What follows belongs to an exercise in optimizing a design on an open flow for small area, a short achievable clock period and few clock cycles per item; a production flow would make more cautious choices.
No functional check of the RTL was part of this run.
No activity file was given, so power comes from the tool's default toggle rates.

### flow/design.v
module tally_shift_rom (
    input  wire [7:0]  j,
    output reg  [63:0] val
);
    always @(*) begin
        case (j)
            8'd0: val = 64'h2d7416424198616c;
            8'd1: val = 64'h835108a1c35c0b50;
            8'd2: val = 64'h242316f2aab3ae72;
            8'd3: val = 64'hee449f403b22545f;
            8'd4: val = 64'h9d4940d6fe87b5f8;
            8'd5: val = 64'h05751504d3f83f5c;
            8'd6: val = 64'h688da7102f45bdb2;
            8'd7: val = 64'h2e1f728512e7dd5b;
            8'd8: val = 64'h2eb818de50f19c0a;
            8'd9: val = 64'h35dda533e27f4793;
            8'd10: val = 64'hf68e7345460a20bf;
            8'd11: val = 64'h581ca0679a4d19fd;
            8'd12: val = 64'he1b53ead8bfde285;
            8'd13: val = 64'hd6f155291028cba6;
            8'd14: val = 64'h935f87b08437f9bf;
            8'd15: val = 64'h1f81af7ee88fac70;
            8'd16: val = 64'h6fa86b88b7c186f7;
            8'd17: val = 64'h1fdbfa86186eaf12;
            8'd18: val = 64'hda2e06593bdf6369;
            8'd19: val = 64'hc11df2581bf08a49;
            8'd20: val = 64'hf8c20226958a2a75;
            8'd21: val = 64'h70a1c60b9a98c63d;
            8'd22: val = 64'hb51e1418dcef10ec;
            8'd23: val = 64'h931d226aac0feb3e;
            8'd24: val = 64'ha3626099b82951ac;
            8'd25: val = 64'h333fed11014050f1;
            8'd26: val = 64'h13aae3e71a46621e;
            8'd27: val = 64'hd44091b8e7e542a3;
            8'd28: val = 64'h239a4ad0781880b0;
            8'd29: val = 64'hb47783576fe89e50;
            8'd30: val = 64'h5124273a8478b09b;
            8'd31: val = 64'h498760ea9d4bcf9f;
            8'd32: val = 64'h7ce4386162809ee3;
            8'd33: val = 64'h8899f994642f5fdd;
            8'd34: val = 64'he4adaac0e9ede1ef;
            8'd35: val = 64'h5595e3a3ec2ba29c;
            8'd36: val = 64'hc63effa8ee2e741f;
            8'd37: val = 64'hcd4ecfb93c3c5122;
            8'd38: val = 64'h2cccbc354693dd6f;
            8'd39: val = 64'hb56fb786bbe41f5a;
            8'd40: val = 64'h569fa6561f0b0d09;
            8'd41: val = 64'hb10112e66981c414;
            8'd42: val = 64'hb50ef98dd7bd8879;
            8'd43: val = 64'h48a62d3f845237cb;
            8'd44: val = 64'h894a1e86e481e6d6;
            8'd45: val = 64'hc536f530df686fae;
            8'd46: val = 64'h77e246cb50c2e2fa;
            8'd47: val = 64'h7d986504ca7d91e8;
            8'd48: val = 64'hc7a00b07b614fbff;
            8'd49: val = 64'h3824fdd831100954;
            8'd50: val = 64'h10f059a5dc23091e;
            8'd51: val = 64'haa404266e11d5ef4;
            8'd52: val = 64'hdd463ec1b040b049;
            8'd53: val = 64'h8f365c22cf1a0954;
            8'd54: val = 64'h2c9ff44dfa2982c3;
            8'd55: val = 64'h398cd037400d4d09;
            8'd56: val = 64'h9a2c9047f7376ec1;
            8'd57: val = 64'h0176e394ac4388ee;
            8'd58: val = 64'h3a1a9fa3de61f7f5;
            8'd59: val = 64'h355282ffe36ce6b1;
            8'd60: val = 64'hea7ea640333241eb;
            8'd61: val = 64'h28369521d0b32c00;
            8'd62: val = 64'hd55ddb24d32e3f3c;
            8'd63: val = 64'h35608edc19b78a00;
            8'd64: val = 64'h815ea66849566017;
            8'd65: val = 64'h52c000d5aa197cb5;
            8'd66: val = 64'h1f9abfa1d158369b;
            8'd67: val = 64'hb2f39c229848bdcc;
            8'd68: val = 64'hf0b0252616d7388d;
            8'd69: val = 64'hb5a220f99bd751c9;
            8'd70: val = 64'h84ad76ff280db354;
            8'd71: val = 64'h2a2dfae109d7ce13;
            8'd72: val = 64'hdce004409cae28d2;
            8'd73: val = 64'he3edbc786d6447e3;
            8'd74: val = 64'h6771a1363d13d687;
            8'd75: val = 64'hb86eee8db52a3c60;
            8'd76: val = 64'h336b8ec2137125c4;
            8'd77: val = 64'had82d23483648f1e;
            8'd78: val = 64'h314e4f6b34b11fe2;
            8'd79: val = 64'hf2b3ef93fbe7db73;
            8'd80: val = 64'hf7adaf3ed9badf29;
            8'd81: val = 64'hc8cb9c3d62df452c;
            8'd82: val = 64'h409406060875ae4d;
            8'd83: val = 64'h78ea9afe02e245f8;
            8'd84: val = 64'h6af8356dc7ea45ed;
            8'd85: val = 64'ha40b5a1c624c0e89;
            8'd86: val = 64'h60b9ccd5090b9407;
            8'd87: val = 64'hd776bb63f2f65a51;
            8'd88: val = 64'he30ce239d19aad32;
            8'd89: val = 64'h732f9cba8f47473d;
            8'd90: val = 64'he513b187b3fe3282;
            8'd91: val = 64'h0983e3119d562ebe;
            8'd92: val = 64'hff4ffc25237c9ea9;
            8'd93: val = 64'h699eba679c8edd78;
            8'd94: val = 64'h8f787dac53fd6190;
            8'd95: val = 64'h0d244dd0eff0d896;
            8'd96: val = 64'hac604bb4d1ab1cae;
            8'd97: val = 64'hc7ab84256cde60e4;
            8'd98: val = 64'hee932cd7bfb5f5fa;
            8'd99: val = 64'h2e4aa0092642b64e;
            8'd100: val = 64'ha062d2f10135b424;
            8'd101: val = 64'h9aabac843193f3a7;
            8'd102: val = 64'h1725e259290ec0ac;
            8'd103: val = 64'ha02f481caac34704;
            8'd104: val = 64'hc36fb86e34770818;
            8'd105: val = 64'h7b263d956d9d123e;
            8'd106: val = 64'h1bf0ce93f4e14521;
            8'd107: val = 64'h284b430c593aaaaf;
            8'd108: val = 64'h9be87cb107fc0a93;
            8'd109: val = 64'hca7325dda8d5c3a1;
            8'd110: val = 64'h93578efaeedb7beb;
            8'd111: val = 64'h896608f7378eb152;
            8'd112: val = 64'he1128a424baa4f64;
            8'd113: val = 64'hf90512aca054fd79;
            8'd114: val = 64'heefba38e5924d2d7;
            8'd115: val = 64'hb481701ecd0b3f84;
            8'd116: val = 64'h2314c03ef36506a7;
            8'd117: val = 64'h27eba3078edd80a4;
            8'd118: val = 64'hb3952e4233ea8e80;
            8'd119: val = 64'hd1a82ff9f78b3d0b;
            8'd120: val = 64'h115bfef6c2d46af3;
            8'd121: val = 64'hdc78324d4d6f2bfb;
            8'd122: val = 64'hb6d7cdc4a0175e07;
            8'd123: val = 64'hd13d2e1f610e69f7;
            8'd124: val = 64'h708e5b94209373a5;
            8'd125: val = 64'hf88d447a9e596d7c;
            8'd126: val = 64'h13e11beab08fd35f;
            8'd127: val = 64'h578353356a6d562b;
            8'd128: val = 64'h4adc286b30e6773e;
            8'd129: val = 64'h938e65c4a4bf08dc;
            8'd130: val = 64'hfdc84460de684976;
            8'd131: val = 64'hacfcdab15fe28b95;
            8'd132: val = 64'he5532d45276aedad;
            8'd133: val = 64'hadedf57e25913faa;
            8'd134: val = 64'hf28c57f7c1837837;
            8'd135: val = 64'h21e471eea0e24edf;
            8'd136: val = 64'h81f13627fd0fbb4f;
            8'd137: val = 64'h346213beeeb8ffe8;
            8'd138: val = 64'h8fed298d05fc3dc0;
            8'd139: val = 64'hea2b7a414b7f0b34;
            8'd140: val = 64'h7f48d5062fed904d;
            8'd141: val = 64'hbf8d155fb2b0fc1b;
            8'd142: val = 64'had5df27986dafe27;
            8'd143: val = 64'h0c798cadc7057f3a;
            8'd144: val = 64'h9c04e5c732ee4a4b;
            8'd145: val = 64'hb976c63815330676;
            8'd146: val = 64'hdc863b40c106ec45;
            8'd147: val = 64'hea3d7e642e1f3155;
            8'd148: val = 64'h99b46c24eee4fe8b;
            8'd149: val = 64'h9d4a9b99cdeccab8;
            8'd150: val = 64'h2edbdb484a45675a;
            8'd151: val = 64'h81191cafbd2de249;
            8'd152: val = 64'h25f825fe3cb24624;
            8'd153: val = 64'hcff2c24fedb56eeb;
            8'd154: val = 64'h0c8a314b04883802;
            8'd155: val = 64'h5549b6e1ca5821ca;
            8'd156: val = 64'h49dad825a3635ed6;
            8'd157: val = 64'h0fcd1660827c9688;
            8'd158: val = 64'h06e704e1bab27243;
            8'd159: val = 64'h56b0aca53c0fd601;
            8'd160: val = 64'h2020f4780e6b92a8;
            8'd161: val = 64'h46b526ffba0b4d44;
            8'd162: val = 64'hc57b7e1453398e57;
            8'd163: val = 64'he55228a16fcfde88;
            8'd164: val = 64'h4096d836997a6dc5;
            8'd165: val = 64'h5e3b233af690c581;
            8'd166: val = 64'h5786be7a6cd31fbe;
            8'd167: val = 64'hc54efe8eb6a72ba6;
            8'd168: val = 64'h0e6994dd04fde0b4;
            8'd169: val = 64'h7e641814dba6b35e;
            8'd170: val = 64'h2657602e3154ca2a;
            8'd171: val = 64'hd477a1eaa5f63cea;
            8'd172: val = 64'h8712933acb4d09a9;
            8'd173: val = 64'ha3a3e76006bc699c;
            8'd174: val = 64'h7284674595897561;
            8'd175: val = 64'hf8cff92b86700164;
            8'd176: val = 64'h3a42463f9b840ec3;
            8'd177: val = 64'h596b264c78cd378b;
            8'd178: val = 64'h0c1750a12f2d6961;
            8'd179: val = 64'ha5a648670fbcaab9;
            8'd180: val = 64'h015232b6c3081ab9;
            8'd181: val = 64'he79a6eb085a53276;
            8'd182: val = 64'h991e2bde09633ca2;
            8'd183: val = 64'hc8c928681ecb02c7;
            8'd184: val = 64'had4199529b01a5a7;
            8'd185: val = 64'h0a972481fa68e3f6;
            8'd186: val = 64'h1468a1aa307f6f42;
            8'd187: val = 64'h778bf0ad0b52a6b1;
            8'd188: val = 64'h39c1b67432a5a789;
            8'd189: val = 64'ha19d0d142aabdbb7;
            8'd190: val = 64'h712416107d8c40f7;
            8'd191: val = 64'hdea023d37a0ecd82;
            8'd192: val = 64'hc10d934815e18d81;
            8'd193: val = 64'h6d55d963ba23b807;
            8'd194: val = 64'h34995e0dd9e385e5;
            8'd195: val = 64'he136517f5dacef91;
            8'd196: val = 64'h880b0c0953667712;
            8'd197: val = 64'h45f00e3fc6f6f477;
            8'd198: val = 64'h652a06b101c568b4;
            8'd199: val = 64'h3c488121168a1ce1;
            8'd200: val = 64'h852eb32325e1596b;
            8'd201: val = 64'h043039eab137f969;
            8'd202: val = 64'hc79df3082e6004a4;
            8'd203: val = 64'h1bc7efe4aa2fb6ab;
            8'd204: val = 64'h08b951097ffa4365;
            8'd205: val = 64'h01318185a5a251af;
            8'd206: val = 64'h56fc778a67d8ac51;
            8'd207: val = 64'h2c4bde843cdeb5f7;
            8'd208: val = 64'h2b2d94d20b2c66c6;
            8'd209: val = 64'hfef8ce1ae78a6737;
            8'd210: val = 64'hcf1ccac015004309;
            8'd211: val = 64'h1a6c035028ffd10f;
            8'd212: val = 64'hc939c2b98a961e22;
            8'd213: val = 64'ha67367df8320d4aa;
            8'd214: val = 64'heb7ddcaa06f188e6;
            8'd215: val = 64'he59d5827b647e276;
            8'd216: val = 64'hfa5d3e9be2e9acfe;
            8'd217: val = 64'h2fc982ba7930a846;
            8'd218: val = 64'hb24f04173f86cae4;
            8'd219: val = 64'h0679943a24ce5ac5;
            8'd220: val = 64'ha398ad24e5937fab;
            8'd221: val = 64'h6f9bb3cc4bf7cd7c;
            8'd222: val = 64'hd7938be97df348fa;
            8'd223: val = 64'had7ab2db3f30285e;
            8'd224: val = 64'he4afc6ff31309491;
            8'd225: val = 64'h637eebb8ff328bcf;
            8'd226: val = 64'hf397a7d82f030aaf;
            8'd227: val = 64'h60dd22d2bbd292a9;
            8'd228: val = 64'hff0c3c6b46653951;
            8'd229: val = 64'h7566f66c7da271ef;
            8'd230: val = 64'h8a5e0cd0fd558556;
            8'd231: val = 64'h7b5e583745dfa914;
            8'd232: val = 64'ha8c579e5124ae41c;
            8'd233: val = 64'h9064ba06104fdc12;
            8'd234: val = 64'h29d560452f5b8916;
            8'd235: val = 64'hd1919dd6877d7d4e;
            8'd236: val = 64'h8bc7373b7b2ccf10;
            8'd237: val = 64'hed36c26af01bc941;
            8'd238: val = 64'hedd2767a3ce1dfc5;
            8'd239: val = 64'h4f3abb24f049ddb6;
            8'd240: val = 64'h962c8d2a8333f02e;
            8'd241: val = 64'h4950a58ebbe8ce38;
            8'd242: val = 64'h20a8c24fcad2911e;
            8'd243: val = 64'h0d9f9899510eeff5;
            8'd244: val = 64'he6e7e5eed57042f8;
            8'd245: val = 64'h47440688fcca98a5;
            8'd246: val = 64'h45cd16fbff4e1db5;
            8'd247: val = 64'h1c6ffb45e31ea184;
            8'd248: val = 64'h21ea09c2460d1d80;
            8'd249: val = 64'hbef8a9112e5d3e65;
            8'd250: val = 64'hc6c595871b7cf659;
            8'd251: val = 64'h7f52691a60ddc70d;
            8'd252: val = 64'hd6b62044b4220e89;
            8'd253: val = 64'h05cf79dea9ac37d6;
            8'd254: val = 64'h5f6843ca540df020;
            8'd255: val = 64'h0000000000000001;
            default: val = 64'h0;
        endcase
    end
endmodule
module tally_unit (
    input  wire        clk,
    input  wire        rst,
    input  wire        in_valid,
    output wire        in_ready,
    input  wire [7:0]  in_j,
    input  wire [63:0] in_crc_old,
    input  wire [63:0] in_old,
    input  wire [63:0] in_new,
    output wire        out_valid,
    input  wire        out_ready,
    output reg  [63:0] out_crc
);
    localparam [63:0] POLY = 64'h42F0_E1EB_A9EA_3693;
    function [63:0] mulmod_step;
        input [63:0] r0;
        input [63:0] a;
        input [7:0]  d;
        integer i;
        reg [63:0] r;
        begin
            r = r0;
            for (i = 7; i >= 0; i = i - 1)
                r = {r[62:0], 1'b0} ^ (r[63] ? POLY : 64'h0) ^ (d[i] ? a : 64'h0);
            mulmod_step = r;
        end
    endfunction
    reg  [2:0]  bcnt;         
    reg  [63:0] d_q;
    reg         v_q;          
    reg         f_q;          
    reg         l_q;          
    reg  [63:0] t_a;          
    reg  [7:0]  j_a;
    reg  [63:0] crc_old_a;
    reg         b_busy;
    reg  [2:0]  k;            
    reg  [63:0] t_b;
    reg  [7:0]  j_b;
    reg  [63:0] crc_old_b;
    reg  [7:0]  s_q;          
    reg  [63:0] prod;         
    reg         ov;
    wire b_last  = b_busy && (k == 3'd7);
    wire b_done  = b_last && (!ov || out_ready);
    wire b_step  = b_busy && !b_last;
    assign in_ready  = (bcnt != 3'd7) || !b_busy || (k[2:1] == 2'b11 && !ov);
    assign out_valid = ov;
    wire take  = in_valid && in_ready;
    wire start = v_q && l_q;
    wire [63:0] crc_in = (f_q ? 64'h0 : t_a) ^ d_q;
    wire [63:0] crc_out;
    tally_crc_word u_crc (.x(crc_in), .y(crc_out));
    wire [63:0] shift_val;
    tally_shift_rom u_rom (
        .j   (start ? j_a : j_b),
        .val (shift_val)
    );
    wire [2:0] k_next = start ? 3'd0 : k + 3'd1;
    wire [7:0] s_next = shift_val[8*(7 - k_next) +: 8];
    wire [63:0] step = mulmod_step(prod, t_b, s_q);
    always @(posedge clk) begin
        if (rst) begin
            bcnt   <= 3'd0;
            v_q    <= 1'b0;
            b_busy <= 1'b0;
            k      <= 3'd0;
            ov     <= 1'b0;
        end else begin
            if (take)
                bcnt <= bcnt + 3'd1;
            v_q <= take;
            if (start) begin
                b_busy <= 1'b1;
                k      <= 3'd0;
            end else if (b_step) begin
                k      <= k + 3'd1;
            end else if (b_done) begin
                b_busy <= 1'b0;
            end
            if (b_done)
                ov <= 1'b1;
            else if (out_ready)
                ov <= 1'b0;
        end
    end
    always @(posedge clk) begin
        d_q <= in_old ^ in_new;
        f_q <= (bcnt == 3'd0);
        l_q <= (bcnt == 3'd7);
        if (take && bcnt == 3'd0) begin
            j_a       <= in_j;
            crc_old_a <= in_crc_old;
        end
        if (v_q && !l_q)
            t_a <= crc_out;
        if (start) begin
            t_b       <= crc_out;
            j_b       <= j_a;
            crc_old_b <= crc_old_a;
        end
        if (start || b_step)
            s_q <= s_next;
        if (start)
            prod <= 64'h0;
        else if (b_step)
            prod <= step;
        if (b_done)
            out_crc <= crc_old_b ^ step;
    end
endmodule
module tally_crc_word (
    input  wire [63:0] x,
    output wire [63:0] y
);
    wire c64 = x[4] ^ x[24];
    wire c65 = x[0] ^ x[63];
    wire c66 = x[5] ^ x[16];
    wire c67 = x[10] ^ x[17];
    wire c68 = x[11] ^ x[18];
    wire c69 = x[19] ^ x[54];
    wire c70 = x[20] ^ x[55];
    wire c71 = x[37] ^ x[42];
    wire c72 = x[7] ^ x[12];
    wire c73 = x[36] ^ x[41];
    wire c74 = x[9] ^ x[13];
    wire c75 = x[2] ^ x[22];
    wire c76 = x[3] ^ x[23];
    wire c77 = x[1] ^ x[59];
    wire c78 = x[29] ^ x[43];
    wire c79 = x[30] ^ x[44];
    wire c80 = x[31] ^ x[45];
    wire c81 = x[8] ^ x[15];
    wire c82 = x[51] ^ x[58];
    wire c83 = x[14] ^ x[50];
    wire c84 = x[28] ^ x[53];
    wire c85 = x[35] ^ x[47];
    wire c86 = x[32] ^ x[57];
    wire c87 = x[33] ^ x[56];
    wire c88 = x[21] ^ x[46];
    wire c89 = x[6] ^ x[39];
    wire c90 = x[34] ^ x[40];
    wire c91 = x[48] ^ c72;
    wire c92 = x[38] ^ c80;
    wire c93 = c67 ^ c81;
    wire c94 = x[26] ^ c65;
    wire c95 = x[25] ^ c66;
    wire c96 = x[27] ^ c73;
    wire c97 = x[52] ^ c64;
    wire c98 = x[49] ^ c77;
    wire c99 = x[61] ^ c69;
    wire c100 = x[62] ^ c70;
    wire c101 = c68 ^ c71;
    wire c102 = c74 ^ c79;
    wire c103 = c76 ^ c78;
    wire c104 = x[60] ^ c75;
    wire c105 = c82 ^ c83;
    wire c106 = x[12] ^ c93;
    wire c107 = x[34] ^ c88;
    wire c108 = x[41] ^ c84;
    wire c109 = x[5] ^ x[18];
    wire c110 = x[17] ^ x[21];
    wire c111 = x[32] ^ c85;
    wire c112 = x[39] ^ c86;
    wire c113 = x[49] ^ c89;
    wire c114 = x[52] ^ c91;
    wire c115 = x[16] ^ x[24];
    wire c116 = x[1] ^ x[53];
    wire c117 = x[27] ^ x[35];
    wire c118 = x[15] ^ c68;
    wire c119 = x[8] ^ c87;
    wire c120 = x[50] ^ x[51];
    wire c121 = x[10] ^ c92;
    wire c122 = x[14] ^ c94;
    wire c123 = x[47] ^ c66;
    wire c124 = x[57] ^ x[58];
    wire c125 = x[46] ^ c75;
    wire c126 = x[38] ^ c90;
    wire c127 = x[28] ^ c101;
    wire c128 = x[48] ^ c95;
    wire c129 = x[63] ^ c86;
    wire c130 = x[59] ^ c97;
    wire c131 = x[2] ^ x[7];
    wire c132 = x[13] ^ x[37];
    wire c133 = x[9] ^ c69;
    wire c134 = x[6] ^ c80;
    wire c135 = x[34] ^ x[53];
    wire c136 = x[33] ^ c71;
    wire c137 = x[19] ^ c87;
    wire c138 = x[16] ^ c96;
    wire c139 = x[56] ^ c67;
    wire c140 = c64 ^ c73;
    wire c141 = c69 ^ c98;
    wire c142 = c82 ^ c100;
    wire c143 = c84 ^ c102;
    wire c144 = x[0] ^ x[26];
    wire c145 = x[4] ^ x[31];
    wire c146 = x[7] ^ x[30];
    wire c147 = x[22] ^ x[37];
    wire c148 = x[29] ^ x[40];
    wire c149 = x[18] ^ x[56];
    wire c150 = x[23] ^ x[52];
    wire c151 = x[33] ^ x[45];
    wire c152 = x[3] ^ c78;
    wire c153 = x[20] ^ x[62];
    wire c154 = x[40] ^ x[44];
    wire c155 = x[43] ^ x[45];
    wire c156 = x[25] ^ c70;
    wire c157 = x[21] ^ c76;
    wire c158 = x[11] ^ c91;
    wire c159 = x[35] ^ c71;
    wire c160 = x[57] ^ c65;
    wire c161 = x[48] ^ c83;
    wire c162 = x[60] ^ c74;
    wire c163 = x[54] ^ c89;
    wire c164 = x[46] ^ c105;
    wire c165 = c76 ^ c90;
    wire c166 = c88 ^ c99;
    wire c167 = c74 ^ c118;
    wire c168 = c82 ^ c114;
    wire c169 = x[8] ^ x[19];
    wire c170 = x[13] ^ x[30];
    wire c171 = x[14] ^ x[36];
    wire c172 = x[14] ^ x[42];
    wire c173 = x[22] ^ x[47];
    wire c174 = x[2] ^ c78;
    wire c175 = x[7] ^ c79;
    wire c176 = x[21] ^ c70;
    wire c177 = x[39] ^ x[55];
    wire c178 = x[6] ^ c96;
    wire c179 = x[44] ^ c65;
    wire c180 = x[1] ^ c113;
    wire c181 = x[59] ^ x[61];
    wire c182 = x[36] ^ c86;
    wire c183 = x[38] ^ c85;
    wire c184 = x[42] ^ c85;
    wire c185 = c64 ^ c75;
    wire c186 = x[31] ^ c108;
    wire c187 = x[60] ^ c79;
    wire c188 = x[37] ^ c103;
    wire c189 = x[58] ^ c84;
    wire c190 = x[29] ^ c116;
    wire c191 = x[3] ^ c143;
    wire c192 = x[43] ^ c111;
    wire c193 = x[49] ^ c107;
    wire c194 = x[23] ^ c136;
    wire c195 = x[51] ^ c109;
    wire c196 = x[56] ^ c110;
    wire c197 = c72 ^ c94;
    wire c198 = x[26] ^ c141;
    wire c199 = c81 ^ c87;
    wire c200 = c77 ^ c97;
    wire c201 = x[50] ^ c132;
    wire c202 = c91 ^ c92;
    wire c203 = c71 ^ c112;
    wire c204 = c83 ^ c104;
    wire c205 = c100 ^ c104;
    wire c206 = x[58] ^ c152;
    wire c207 = c98 ^ c120;
    wire c208 = c68 ^ c151;
    wire c209 = c103 ^ c123;
    wire c210 = c112 ^ c122;
    wire c211 = c121 ^ c124;
    wire c212 = c115 ^ c133;
    wire c213 = c106 ^ c149;
    wire c214 = c105 ^ c159;
    wire c215 = x[4] ^ x[9];
    wire c216 = x[15] ^ x[22];
    wire c217 = x[9] ^ x[38];
    wire c218 = x[4] ^ x[43];
    wire c219 = x[0] ^ x[49];
    wire c220 = x[11] ^ x[40];
    wire c221 = x[24] ^ x[32];
    wire c222 = x[28] ^ x[32];
    wire c223 = x[28] ^ x[36];
    wire c224 = x[5] ^ c68;
    wire c225 = x[17] ^ c65;
    wire c226 = x[6] ^ c77;
    wire c227 = x[29] ^ x[54];
    wire c228 = x[26] ^ x[59];
    wire c229 = x[34] ^ x[54];
    wire c230 = x[35] ^ x[57];
    wire c231 = x[28] ^ c67;
    wire c232 = x[3] ^ c93;
    wire c233 = x[41] ^ x[55];
    wire c234 = x[49] ^ x[53];
    wire c235 = x[17] ^ c85;
    wire c236 = x[25] ^ c79;
    wire c237 = x[12] ^ c92;
    wire c238 = x[22] ^ c87;
    wire c239 = x[51] ^ c66;
    wire c240 = x[44] ^ c75;
    wire c241 = x[58] ^ x[62];
    wire c242 = x[27] ^ c95;
    wire c243 = x[16] ^ c108;
    wire c244 = x[46] ^ c78;
    wire c245 = x[52] ^ c72;
    wire c246 = x[20] ^ c107;
    wire c247 = x[20] ^ c109;
    wire c248 = c64 ^ c66;
    wire c249 = c65 ^ c66;
    wire c250 = x[5] ^ c127;
    wire c251 = x[8] ^ c125;
    wire c252 = x[50] ^ c90;
    wire c253 = x[38] ^ c102;
    wire c254 = x[42] ^ c99;
    wire c255 = x[40] ^ c101;
    wire c256 = c68 ^ c73;
    wire c257 = x[18] ^ c129;
    wire c258 = x[17] ^ c131;
    wire c259 = x[48] ^ c101;
    wire c260 = x[23] ^ c128;
    wire c261 = x[48] ^ c106;
    wire c262 = x[63] ^ c95;
    wire c263 = c76 ^ c83;
    wire c264 = c77 ^ c82;
    wire c265 = x[39] ^ c121;
    wire c266 = x[30] ^ c140;
    wire c267 = x[34] ^ c138;
    wire c268 = x[9] ^ c165;
    wire c269 = c78 ^ c97;
    wire c270 = c80 ^ c96;
    wire c271 = c86 ^ c95;
    wire c272 = c64 ^ c117;
    wire c273 = c74 ^ c108;
    wire c274 = x[4] ^ c183;
    wire c275 = c73 ^ c119;
    wire c276 = x[61] ^ c137;
    wire c277 = x[63] ^ c139;
    wire c278 = c72 ^ c130;
    wire c279 = c85 ^ c122;
    wire c280 = c98 ^ c109;
    wire c281 = x[45] ^ c163;
    wire c282 = c93 ^ c117;
    wire c283 = x[21] ^ c197;
    wire c284 = c94 ^ c131;
    wire c285 = x[51] ^ c178;
    wire c286 = c104 ^ c126;
    wire c287 = x[61] ^ c169;
    wire c288 = c89 ^ c142;
    wire c289 = c110 ^ c126;
    wire c290 = x[33] ^ c216;
    wire c291 = c81 ^ c168;
    wire c292 = c105 ^ c144;
    wire c293 = c107 ^ c147;
    wire c294 = c111 ^ c145;
    wire c295 = c98 ^ c158;
    wire c296 = c89 ^ c175;
    wire c297 = c67 ^ c198;
    wire c298 = c99 ^ c167;
    wire c299 = c113 ^ c154;
    wire c300 = c134 ^ c135;
    wire c301 = c69 ^ c204;
    wire c302 = c96 ^ c180;
    wire c303 = c128 ^ c167;
    wire c304 = c103 ^ c202;
    wire c305 = c114 ^ c191;
    wire c306 = c150 ^ c170;
    wire c307 = c156 ^ c173;
    wire c308 = c118 ^ c212;
    wire c309 = c162 ^ c174;
    wire c310 = c146 ^ c205;
    wire c311 = c129 ^ c227;
    wire c312 = c155 ^ c203;
    wire c313 = c157 ^ c210;
    wire c314 = c166 ^ c214;
    wire c315 = c188 ^ c208;
    wire c316 = c172 ^ c230;
    wire c317 = c200 ^ c241;
    wire c318 = c185 ^ c276;
    assign y[0] = x[6] ^ x[25] ^ x[38] ^ c130 ^ c162 ^ c169 ^ c193 ^ c214 ^ c243 ^ c284;
    assign y[1] = x[15] ^ c65 ^ c99 ^ c123 ^ c132 ^ c185 ^ c206 ^ c231 ^ c246 ^ c302;
    assign y[2] = c75 ^ c100 ^ c110 ^ c127 ^ c128 ^ c148 ^ c175 ^ c226 ^ c263 ^ c274;
    assign y[3] = x[19] ^ x[26] ^ x[63] ^ c81 ^ c104 ^ c113 ^ c195 ^ c196 ^ c266 ^ c304;
    assign y[4] = c79 ^ c82 ^ c117 ^ c181 ^ c186 ^ c247 ^ c286 ^ c313;
    assign y[5] = x[35] ^ x[60] ^ c89 ^ c148 ^ c157 ^ c222 ^ c254 ^ c270 ^ c290 ^ c317;
    assign y[6] = x[32] ^ c84 ^ c90 ^ c140 ^ c181 ^ c194 ^ c244 ^ c262 ^ c310;
    assign y[7] = x[52] ^ x[59] ^ x[62] ^ c87 ^ c99 ^ c143 ^ c145 ^ c164 ^ c209 ^ c219 ^ c258;
    assign y[8] = x[47] ^ c100 ^ c161 ^ c187 ^ c195 ^ c200 ^ c232 ^ c300 ^ c311;
    assign y[9] = c92 ^ c144 ^ c161 ^ c170 ^ c181 ^ c199 ^ c221 ^ c229 ^ c233 ^ c250;
    assign y[10] = x[27] ^ x[55] ^ c112 ^ c174 ^ c186 ^ c199 ^ c201 ^ c283 ^ c317;
    assign y[11] = c119 ^ c172 ^ c191 ^ c242 ^ c264 ^ c286 ^ c311;
    assign y[12] = x[13] ^ x[25] ^ c92 ^ c93 ^ c103 ^ c115 ^ c120 ^ c136 ^ c146 ^ c160 ^ c166 ^ c177 ^ c234;
    assign y[13] = x[13] ^ c65 ^ c141 ^ c186 ^ c192 ^ c196 ^ c205 ^ c255 ^ c296;
    assign y[14] = x[1] ^ c154 ^ c176 ^ c204 ^ c254 ^ c257 ^ c275 ^ c304;
    assign y[15] = x[41] ^ c76 ^ c81 ^ c102 ^ c142 ^ c193 ^ c312 ^ c318;
    assign y[16] = x[43] ^ x[44] ^ c83 ^ c88 ^ c130 ^ c153 ^ c184 ^ c211 ^ c238 ^ c262 ^ c268;
    assign y[17] = x[7] ^ x[11] ^ x[19] ^ x[38] ^ c74 ^ c93 ^ c123 ^ c150 ^ c161 ^ c219 ^ c223 ^ c240 ^ c312;
    assign y[18] = x[20] ^ c115 ^ c116 ^ c164 ^ c217 ^ c261 ^ c299 ^ c315;
    assign y[19] = c106 ^ c187 ^ c189 ^ c255 ^ c279 ^ c281;
    assign y[20] = x[40] ^ x[55] ^ c77 ^ c138 ^ c202 ^ c244 ^ c298;
    assign y[21] = x[50] ^ c111 ^ c130 ^ c135 ^ c139 ^ c217 ^ c236 ^ c283 ^ c288;
    assign y[22] = x[0] ^ c87 ^ c90 ^ c125 ^ c127 ^ c133 ^ c161 ^ c211 ^ c248 ^ c302;
    assign y[23] = c97 ^ c106 ^ c116 ^ c162 ^ c176 ^ c209 ^ c210 ^ c220;
    assign y[24] = x[46] ^ c94 ^ c99 ^ c114 ^ c126 ^ c187 ^ c207 ^ c238 ^ c250 ^ c282;
    assign y[25] = x[57] ^ c68 ^ c84 ^ c85 ^ c100 ^ c120 ^ c150 ^ c180 ^ c237 ^ c267 ^ c287 ^ c309;
    assign y[26] = x[2] ^ x[36] ^ x[39] ^ c148 ^ c153 ^ c221 ^ c277 ^ c305 ^ c314;
    assign y[27] = x[10] ^ x[33] ^ x[46] ^ c124 ^ c134 ^ c144 ^ c152 ^ c184 ^ c223 ^ c252 ^ c308 ^ c310;
    assign y[28] = c79 ^ c107 ^ c138 ^ c156 ^ c158 ^ c188 ^ c264 ^ c277 ^ c287 ^ c294;
    assign y[29] = c79 ^ c91 ^ c137 ^ c153 ^ c164 ^ c173 ^ c225 ^ c256 ^ c271 ^ c300;
    assign y[30] = x[13] ^ c134 ^ c194 ^ c198 ^ c235 ^ c246 ^ c257 ^ c291;
    assign y[31] = x[18] ^ x[48] ^ c94 ^ c136 ^ c218 ^ c222 ^ c285 ^ c307;
    assign y[32] = x[41] ^ x[53] ^ c119 ^ c164 ^ c179 ^ c226 ^ c260 ^ c272 ^ c309;
    assign y[33] = x[45] ^ c73 ^ c79 ^ c116 ^ c124 ^ c166 ^ c201 ^ c232 ^ c249 ^ c274;
    assign y[34] = x[17] ^ c77 ^ c92 ^ c123 ^ c125 ^ c142 ^ c163 ^ c171 ^ c215 ^ c259;
    assign y[35] = x[42] ^ c64 ^ c128 ^ c165 ^ c177 ^ c192 ^ c213 ^ c273 ^ c292;
    assign y[36] = c87 ^ c154 ^ c269 ^ c285 ^ c297 ^ c303 ^ c316;
    assign y[37] = x[36] ^ x[51] ^ x[59] ^ c70 ^ c88 ^ c106 ^ c155 ^ c160 ^ c224 ^ c253 ^ c272;
    assign y[38] = x[8] ^ x[56] ^ c135 ^ c140 ^ c184 ^ c197 ^ c207 ^ c224 ^ c240 ^ c265;
    assign y[39] = x[54] ^ c96 ^ c126 ^ c155 ^ c189 ^ c248 ^ c295 ^ c313;
    assign y[40] = x[27] ^ x[44] ^ c122 ^ c133 ^ c177 ^ c190 ^ c239 ^ c245 ^ c289 ^ c290;
    assign y[41] = x[1] ^ c70 ^ c75 ^ c90 ^ c149 ^ c243 ^ c281 ^ c282 ^ c306;
    assign y[42] = x[31] ^ x[55] ^ x[56] ^ c76 ^ c84 ^ c88 ^ c148 ^ c212 ^ c256 ^ c258 ^ c316;
    assign y[43] = c69 ^ c71 ^ c86 ^ c206 ^ c213 ^ c266 ^ c307;
    assign y[44] = x[43] ^ c101 ^ c124 ^ c137 ^ c145 ^ c176 ^ c228 ^ c253 ^ c260;
    assign y[45] = x[20] ^ c80 ^ c95 ^ c117 ^ c120 ^ c139 ^ c179 ^ c203 ^ c218 ^ c245 ^ c251 ^ c273;
    assign y[46] = x[60] ^ c67 ^ c85 ^ c131 ^ c140 ^ c141 ^ c179 ^ c252 ^ c271 ^ c315;
    assign y[47] = x[61] ^ c70 ^ c98 ^ c110 ^ c171 ^ c208 ^ c249 ^ c305;
    assign y[48] = x[4] ^ x[62] ^ c132 ^ c134 ^ c190 ^ c193 ^ c213 ^ c301;
    assign y[49] = c70 ^ c125 ^ c129 ^ c146 ^ c183 ^ c239 ^ c263 ^ c298;
    assign y[50] = x[16] ^ x[31] ^ x[47] ^ c97 ^ c137 ^ c157 ^ c171 ^ c261 ^ c288;
    assign y[51] = x[7] ^ x[20] ^ c90 ^ c129 ^ c130 ^ c147 ^ c196 ^ c234 ^ c303;
    assign y[52] = c74 ^ c125 ^ c160 ^ c194 ^ c195 ^ c229 ^ c231 ^ c278;
    assign y[53] = x[10] ^ c88 ^ c127 ^ c207 ^ c209 ^ c215 ^ c233 ^ c284;
    assign y[54] = c102 ^ c108 ^ c139 ^ c206 ^ c242 ^ c279 ^ c293 ^ c295;
    assign y[55] = x[23] ^ x[47] ^ c67 ^ c160 ^ c168 ^ c190 ^ c236 ^ c270 ^ c293 ^ c308;
    assign y[56] = c111 ^ c115 ^ c156 ^ c189 ^ c237 ^ c251 ^ c259 ^ c297 ^ c306;
    assign y[57] = c70 ^ c103 ^ c119 ^ c127 ^ c163 ^ c168 ^ c225 ^ c267 ^ c294;
    assign y[58] = x[19] ^ x[55] ^ c91 ^ c119 ^ c143 ^ c159 ^ c182 ^ c269 ^ c280 ^ c289;
    assign y[59] = x[25] ^ x[35] ^ x[37] ^ c78 ^ c102 ^ c113 ^ c135 ^ c211 ^ c247 ^ c275 ^ c301;
    assign y[60] = x[11] ^ x[15] ^ c70 ^ c121 ^ c182 ^ c228 ^ c268 ^ c296 ^ c314;
    assign y[61] = x[60] ^ c88 ^ c138 ^ c142 ^ c147 ^ c192 ^ c199 ^ c220 ^ c265 ^ c278;
    assign y[62] = x[5] ^ x[23] ^ c158 ^ c182 ^ c235 ^ c292 ^ c299 ^ c318;
    assign y[63] = x[24] ^ x[25] ^ x[57] ^ c151 ^ c153 ^ c165 ^ c178 ^ c201 ^ c280 ^ c291;
endmodule
### flow/run.sh
#!/bin/bash
# synth_recipe.tcl (not shown) runs the flow's synth.tcl, then flattens the netlist and writes it again
# the make line also repeats each setting of config.mk as NAME=value (left out here)
make -C /OpenROAD-flow-scripts/flow DESIGN_CONFIG=/design/flow/config.mk WORK_HOME=/design/flow/orfs CLKGATE_MAP_FILE= SYNTH_SCRIPT=/design/flow/synth_recipe.tcl finish
### flow/constraint.sdc
create_clock -name core_clock -period 12.0 [get_ports {clk}]
set_input_delay 2.4000 -clock core_clock [delete_from_list [all_inputs] [get_ports {clk}]]
set_output_delay 2.4000 -clock core_clock [all_outputs]
set_load 0.01 [all_outputs]
### flow/config.mk
export PLATFORM = sky130hd
export DESIGN_NAME = tally_unit
export DESIGN_NICKNAME = tally_unit
export VERILOG_FILES = /design/flow/design.v
export SDC_FILE = /design/flow/constraint.sdc
export NUM_CORES = 4
export LEC_CHECK = 0
export CAP_MARGIN = 20
export CORE_MARGIN = 2
export CORE_UTILIZATION = 20
export PLACE_DENSITY = 0.35
export SLEW_MARGIN = 20
export SYNTH_MEMORY_MAX_BITS = 16384
==> run notes <==
power groups by stage:
stage	Sequential, mW	Combinational [mW]	Clock (mW)
2_1_floorplan	3.61	9.39	0
3_3_place_gp	3.69	17.3	0
3_5_place_dp	3.69	17.1	0
4_1_cts	3.66	17.2	1.99
5_1_grt	3.67	18.0	2.03
6_report	3.65	17.6	1.92
worst max-delay path, cell delays in order (launching register included):
cell       delay (ns)
dfxtp_1          0.30
buf_4            0.23
nand2_2          0.16
buf_4            0.49
mux2i_1          0.57
inv_1            0.24
ha_2             0.41
or3_2            0.85
buf_4            0.41
nand2_1          0.71
nand2_1          0.52
a2111oi_1        1.18
buf_4            0.24
nor3_1           0.05
o21ai_0          0.18
o31ai_1          0.21
a311o_1          0.43
cells by family after synthesis:
logic type,after synthesis,synth area share (%)
xor gates and xnor gates,1626,32.30
buffers and inverters,538,4.512
DFF,483,27.21
and+or+nand+nor,1672,15.53
adders and majority gates,29,0.7576
AOI/OAI and AO/OA,1372,19.21
muxes,22,0.4885
flip-flops by register name, indices dropped and copies added, names as in the netlist:
signal	count
b_busy	1
bcnt	3
crc_old_a	64
crc_old_b	64
d_q	64
f_q	1
j_a	8
j_b	8
k	3
l_q	1
out_crc	64
ov	1
prod	64
s_q	8
t_a	64
t_b	64
v_q	1
placed cells by master, fill, tap and decap left out, drive strengths merged, types with 29 or more instances in the layout:
master	n
o21ai	272
a21oi	284
inv	30
a311oi	47
dfxtp	147
nor2	183
buf	386
a221oi	83
nor3	47
clkbuf	70
edfxtp	336
a211oi	78
nand3	402
clkdlybuf4s50	269
o211ai	110
ha	29
xor2	419
xnor2	1203
nand4	42
a32oi	85
diode	81
a31oi	163
nor2b	63
nand2	834
stage by stage:
stage / hold WS (ns) / total power [mW]
floorplan: 0.4003 / 13.00
global placement: 0.4014 / 21.02
detailed placement: 0.4045 / 20.81
CTS: 0.4161 / 22.88
global route: 0.4201 / 23.72
finish: 0.4136 / 23.21
worst paths after layout:
| kind | start | end | slack, ns | cells after the start |
|---|---|---|---|---|
| hold reg to reg | crc_old_a[43] | crc_old_b[43] | 0.41 | 0 |
| setup reg to reg | l_q | s_q[4] | 4.51 | 16 |
| hold / removal | crc_old_a[43] | crc_old_b[43] | 0.41 | 0 |
| setup / recovery | l_q | s_q[4] | 4.51 | 16 |
cell type report:
cell class,instances,share of cell area [%]
Inverter,26,0.2156
Tap cell,3167,6.762
Sequential cell,483,22.24
Multi-Input combinational cell,4721,57.17
Clock buffer,70,2.626
Clock inverter,42,0.8433
Antenna cell,81,0.3459
Timing Repair Buffer,655,9.794
metal layers:
metal	part of all wire, %	wire (µm)
met4	6.7	32740
met3	12	59450
met5	0.071	344
met1	44	212500
met2	37	180000
==> results.json <==
{
  "synth_seq_cells": 483,
  "cts_hold_repair.buffers": 0,
  "yosys-top-cells-area": "edfxtp_1, xnor2_1, xor2_1",
  "core-area_um2": 238100,
  "postSynthAreaPerCell_um2": 8.341,
  "synth.yosys.seq_area_share_pct": 27.21,
  "synth_top_area_share_pct": 21.07,
  "wire_per_inst_um": 52.47,
  "core.rowCount": 179,
  "num_io_pins": 270,
  "p_int_mw": 10.12,
  "max_freq_mhz": 133.5,
  "detailedPlacementHpwl_mm": 356.3,
  "final_replace_weighted_congestion": 1.106,
  "seq_power_share_pct": 15.7,
  "finalNonFillerCells": 9245,
  "synthesis_warning_total": 2,
  "leakagePower_nw": 19.19,
  "edff_count_synth": 336,
  "pwr_density_cell_nw_per_um2": 396.0,
  "register_area_um2": 13030,
  "detail_route.first_pass.iterations": 6,
  "final_core_utilization_pct": 24.62,
  "grt_setup_unrepaired": "false",
  "synth_flop_cell": "edfxtp_1",
  "synth.net_count": 5975,
  "finalSetupViolations": 0,
  "most_frequent_cell_after_synthesis": "xnor2_1",
  "cp-start-kind": "flop",
  "syn_inst": 5742,
  "worstSetupPathType": "reg -> reg",
  "fill_cell_instance_count_of_the_final_layout": 26080,
  "multi_input_comb_area_um2": 33500,
  "final_min_period_over_clock_period_pct": 62.44,
  "cts.root.buffer_cell": "clkbuf_16",
  "grtUsageMet2_pct": 48.94,
  "drv_cap": 0,
  "initial_antenna_violation_count": 115,
  "tightest_hold_check_type": "reg -> reg",
  "place.port_buffers": 269,
  "crit_fanout": 35,
  "floorplan.die.width_um": 493.4,
  "stdcell_area_um2": 58600,
  "grt_start_max_net_pins": 127,
  "die_ar_um2": 243400,
  "cp_data_arrival_time_ns": 7.99,
  "cts_post_setup_buffers_inserted": 0,
  "via_count_of_the_first_global_routing_pass": 50650,
  "clkLatencyLatePin_ns": 0.73,
  "worst_slew_margin_rel_pct": 6.717,
  "route.detailed.vias_per_inst": 6.042,
  "grt_util_met1_pct": 51.15,
  "area_growth_pct": 22.36,
  "global_route_wire_length_before_repair_mm": 604.1,
  "run_status": "finished clean",
  "mappedNetlistArea_um2": 47890,
  "numCtsBuffers": 60,
  "detail-route-antenna-nets": 0,
  "clock-sinks": 483,
  "max-clock-path-buffers": 3,
  "pwr-share-comb_pct": 76.0,
  "worst_setup_path_end_kind": "flop",
  "clock_power_share_pct": 8.3,
  "switchingPower_mw": 13.09,
  "netlist_top_cells_count": "xnor2_1, nand2_1, nand3_1",
  "initial_utilization_pct": 20.12,
  "worstPathRequired_ns": 12.50,
  "drt-initial-drc-count": 8590,
  "max-vdd-ir-drop_v": 0.0005998,
  "routed_wirelength_mm": 485.0,
  "synth.lib_cells_used.distinct": 83,
  "placedCellCount": 9048,
  "total_congestion_overflow": 0,
  "timing.setup.tns_ns": 0,
  "synthArstFlopShare_pct": 0,
  "dr_total_vias": 55860,
  "dpl-instance-area_um2": 56270,
  "tritoncts": "yes",
  "setup_ws_ns": 4.508,
  "yosysTopAreaCell": "edfxtp_1",
  "fp.dieH_um": 493.4,
  "place_worst_setup_slack_ns": 4.746,
  "finalCriticalPeriod_ns": 7.492,
  "fin_nets": 6180,
  "tightestPinTransition_ns": 1.395,
  "cts_resized": 0,
  "clk_pin_slew_worst_paths_ns": 0.10,
  "grt_busiest_layer": "met1",
  "grt.total_usage_pct": 38.39,
  "final_layout_size_suffix_gt1_share_pct": 13.02,
  "grt.met3_usage_pct": 18.23,
  "finalHoldViolations": 0,
  "finalMaxSlewViolations": 0,
  "cts-htree-levels": 2,
  "netSwitchingFraction_pct": 56.40,
  "clock_skew_ns": 0.04725,
  "drc": 0
}

## afterwards: timing with drivers on the ports
Ports are ideal in the flow. The routed layout listed here was re-timed in OpenROAD.
Step 1, drivers: a clkbuf_16 drives clk and a buf_2 each remaining input, both assumed.
Step 2 times the ports against the registers' clock, not the clock port: input delays grow and output delays shrink by t, the midpoint of the rising clock arrivals with the driver on.
a / b / c = ideal ports / drivers / drivers and shift; a / b = the first two.
shift t [ns]: 0.811
setup WS [ns]: 4.508 / 4.508 / 4.508
worst hold slack (ns): 0.414 / 0.414 / 0.414
worst register clock-pin slew, ns: 0.10 / 0.10
cell pins on the clock port's net: 1
After both steps setup and hold are still met in this run. The setup slack of this run moves by 0.000 ns with the drivers and by 0.000 ns with both steps.
